Source: an optimization exercise on an open RTL-to-GDS flow (aim: small area, a short achievable clock period and few clock cycles per item). Production flows keep margins and buffers that such runs may drop. In this exercise RTL edits were held to simulation tests only and were not proved equivalent to the original.

== run A ==
Design ckv_crc, start of the top module:
module ckv_crc (
    input  wire        clk,
    input  wire        rst,
    input  wire        in_valid,
    output wire        in_ready,
    input  wire [1:0]  in_op,
    input  wire [1:0]  in_algo,
    input  wire [2:0]  in_len,
    input  wire [63:0] in_data,
    output wire        busy,
    output wire [63:0] value,
    output wire [63:0] result
);
    localparam [1:0] OP_FEED      = 2'd0;
    localparam [1:0] OP_INIT      = 2'd1;
    localparam [1:0] OP_LOAD      = 2'd2;
    localparam [1:0] OP_INIT_FEED = 2'd3;
    reg [63:0] u_q;        
    reg [1:0]  salg_q;     
    reg [63:0] d_q;        
    reg [1:0]  algo_q;     
    reg [1:0]  op_q;
    reg [2:0]  len_q;
    reg        v_q;        
    reg        part_q;     
    reg        z_q;        
    reg        c_rot;      
    reg        c_load, c_init, c_hold;
    reg [7:0]  c_m;        
    reg [7:0]  c_h;        
    reg [7:0]  c_e0, c_e1, c_e2, c_e3;    
    reg [3:0]  c_i;        
    reg [7:0]  c_j;        
    wire remap_wait = v_q && (in_op == OP_FEED) && (in_algo != algo_q);
    assign in_ready = !c_rot && !remap_wait;
    assign busy     = v_q;
    wire accept = in_valid && in_ready;
    wire       n_v    = rst ? 1'b0 : (accept || c_rot);
    wire       remap  = c_hold && accept && (in_op == OP_FEED) && (in_algo != salg_q);
    wire [1:0] n_op   = accept ? in_op   : op_q;
    wire [1:0] n_algo = rst ? 2'd0 : (accept ? in_algo : algo_q);
    wire [2:0] n_len  = accept ? in_len  : len_q;
    wire       n_part = !rst && c_rot;
  ...
Settings: LEC_CHECK=0, CAP_MARGIN=10, CORE_MARGIN=2, CORE_UTILIZATION=28, CTS_CLUSTER_DIAMETER=60, CTS_CLUSTER_SIZE=10, GPL_ROUTABILITY_DRIVEN=1, PLACE_DENSITY=0.45, SETUP_SLACK_MARGIN=1.5, SLEW_MARGIN=10, TNS_END_PERCENT=10, DONT_USE_CELLS=sky130_fd_sc_hd__xor3_1 sky130_fd_sc_hd__xor3_2 sky130_fd_sc_hd__xor3_4 sky130_fd_sc_hd__xnor3_1 sky130_fd_sc_hd__xnor3_2 sky130_fd_sc_hd__xnor3_4, BUFFER_PORTS_ARGS=-buffer_cell sky130_fd_sc_hd__buf_1; clock period 5.0 ns.
standard.sh (not shown) runs the stock make flow with config.mk's settings and CLKGATE_MAP_FILE= SYNTH_SCRIPT=/design/flow/synth_recipe.tcl, a recipe that flattens the netlist after the stock synthesis.
==> flow/flow/run.sh <==
#!/bin/bash
# The standard layout (the standard.sh) with two changes to its settings:
# - the three-input XOR/XNOR cells are kept out of synthesis and repair: ABC's
#   choice of them makes the CRC xor network larger and slower than two-input
#   cells do;
# - the port buffers that placement inserts on every input and output are
#   plain buf_1 cells rather than the delay buffers it picks by default.
# Everything else (synthesis script, floorplan, power grid, placement, CTS,
# routing) is standard.sh's. make's full output goes to standard_flow.log.
set -euo pipefail
cat >> config.mk <<'EOT'
export DONT_USE_CELLS = sky130_fd_sc_hd__xor3_1 sky130_fd_sc_hd__xor3_2 sky130_fd_sc_hd__xor3_4 sky130_fd_sc_hd__xnor3_1 sky130_fd_sc_hd__xnor3_2 sky130_fd_sc_hd__xnor3_4
export BUFFER_PORTS_ARGS = -buffer_cell sky130_fd_sc_hd__buf_1
EOT
bash standard.sh finish > standard_flow.log 2>&1
Run A did not stop at any stage, and its layout met the timing, DRC and antenna checks.
Testbench counts of run A, summed over its fixed seeds: cycles 13,400, bytes 102,258.
Edits applied to the flow inputs when going from run A to run B:
# run A
export LEC_CHECK = 0
export CAP_MARGIN = 10
export CORE_MARGIN = 2
export CORE_UTILIZATION = 28
export CTS_CLUSTER_DIAMETER = 60
export CTS_CLUSTER_SIZE = 10
export GPL_ROUTABILITY_DRIVEN = 1
export PLACE_DENSITY = 0.45
export SETUP_SLACK_MARGIN = 1.5
export SLEW_MARGIN = 10
export TNS_END_PERCENT = 10
export DONT_USE_CELLS = sky130_fd_sc_hd__xor3_1 sky130_fd_sc_hd__xor3_2 sky130_fd_sc_hd__xor3_4 sky130_fd_sc_hd__xnor3_1 sky130_fd_sc_hd__xnor3_2 sky130_fd_sc_hd__xnor3_4
export BUFFER_PORTS_ARGS = -buffer_cell sky130_fd_sc_hd__buf_1
create_clock -name core_clock -period 5.0 [get_ports {clk}]
# run B
export LEC_CHECK = 0
export CAP_MARGIN = 10
export CORE_MARGIN = 2
export CORE_UTILIZATION = 28
export CTS_CLUSTER_DIAMETER = 60
export CTS_CLUSTER_SIZE = 10
export GPL_ROUTABILITY_DRIVEN = 1
export PLACE_DENSITY = 0.45
export SETUP_SLACK_MARGIN = 1.5
export SLEW_MARGIN = 10
export DONT_USE_CELLS = sky130_fd_sc_hd__xor3_1 sky130_fd_sc_hd__xor3_2 sky130_fd_sc_hd__xor3_4 sky130_fd_sc_hd__xnor3_1 sky130_fd_sc_hd__xnor3_2 sky130_fd_sc_hd__xnor3_4
export BUFFER_PORTS_ARGS = -buffer_cell sky130_fd_sc_hd__buf_1
create_clock -name core_clock -period 5.0 [get_ports {clk}]
- The critical path data arrival time number comes out lower for run B vs run A.
- Count of antenna diodes in the layout (run B over run A): decrease, 4
- Design area: run B > run A
- Of run A and run B, the run reporting the lower wire length was run A.
- Taking run A as the reference, in run B cell count now larger, final worst-path cycle share now smaller.
diff inputs: run B => run C
# run B
export LEC_CHECK = 0
export CAP_MARGIN = 10
export CORE_MARGIN = 2
export CORE_UTILIZATION = 28
export CTS_CLUSTER_DIAMETER = 60
export CTS_CLUSTER_SIZE = 10
export GPL_ROUTABILITY_DRIVEN = 1
export PLACE_DENSITY = 0.45
export SETUP_SLACK_MARGIN = 1.5
export SLEW_MARGIN = 10
export DONT_USE_CELLS = sky130_fd_sc_hd__xor3_1 sky130_fd_sc_hd__xor3_2 sky130_fd_sc_hd__xor3_4 sky130_fd_sc_hd__xnor3_1 sky130_fd_sc_hd__xnor3_2 sky130_fd_sc_hd__xnor3_4
export BUFFER_PORTS_ARGS = -buffer_cell sky130_fd_sc_hd__buf_1
create_clock -name core_clock -period 5.0 [get_ports {clk}]
# run C
export LEC_CHECK = 0
export CAP_MARGIN = 10
export CORE_MARGIN = 2
export CORE_UTILIZATION = 28
export CTS_CLUSTER_DIAMETER = 60
export CTS_CLUSTER_SIZE = 10
export GPL_ROUTABILITY_DRIVEN = 1
export PLACE_DENSITY = 0.45
export SETUP_SLACK_MARGIN = 1.3
export SLEW_MARGIN = 10
export DONT_USE_CELLS = sky130_fd_sc_hd__xor3_1 sky130_fd_sc_hd__xor3_2 sky130_fd_sc_hd__xor3_4 sky130_fd_sc_hd__xnor3_1 sky130_fd_sc_hd__xnor3_2 sky130_fd_sc_hd__xnor3_4
export BUFFER_PORTS_ARGS = -buffer_cell sky130_fd_sc_hd__buf_1
create_clock -name core_clock -period 5.0 [get_ports {clk}]
Looking at via count across run B and run C, the one that comes out higher is run B. Non-clock buffer count shrinks by a little under 10% when moving from run B to run C. Comparing global-route wire length before repair for run B and run C, the smaller number came from run C. Between run B and run C, shortest clock period the worst path allows after layout increased. Run B ended up with more cell instances than run C did. Re pre-CTS setup slack: run B was lower than run C.

## separate check: timing with driven ports
The results above use ideal ports. As a check the final layouts listed here were re-extracted and re-timed, cells and wires unchanged. Step 1, drivers: a clkbuf_16 drives clk and a buf_2 each remaining input, both assumed. Step 2 moves the port delays by t, midway between the first and last clock arrival at a register: inputs arrive t later, outputs are due t later. That takes back most of the time a late clock gives input paths. Three values: no drivers, after step 1, after step 2; two values: the first two.
run | t, ns | setup WS [ns] | latest minus earliest clock arrival (ns)
run A | 0.608 | 1.279 / 1.211 / 0.979 | 0.040 / 0.040
run B | 0.615 | 1.331 / 1.331 / 1.153 | 0.044 / 0.045
run C | 0.622 | 1.156 / 1.156 / 0.938 | 0.055 / 0.054
After both steps setup and hold are still met in every run listed. The setup slack of run A, which loses most, moves by -0.068 ns with the drivers and by -0.300 ns with both steps.
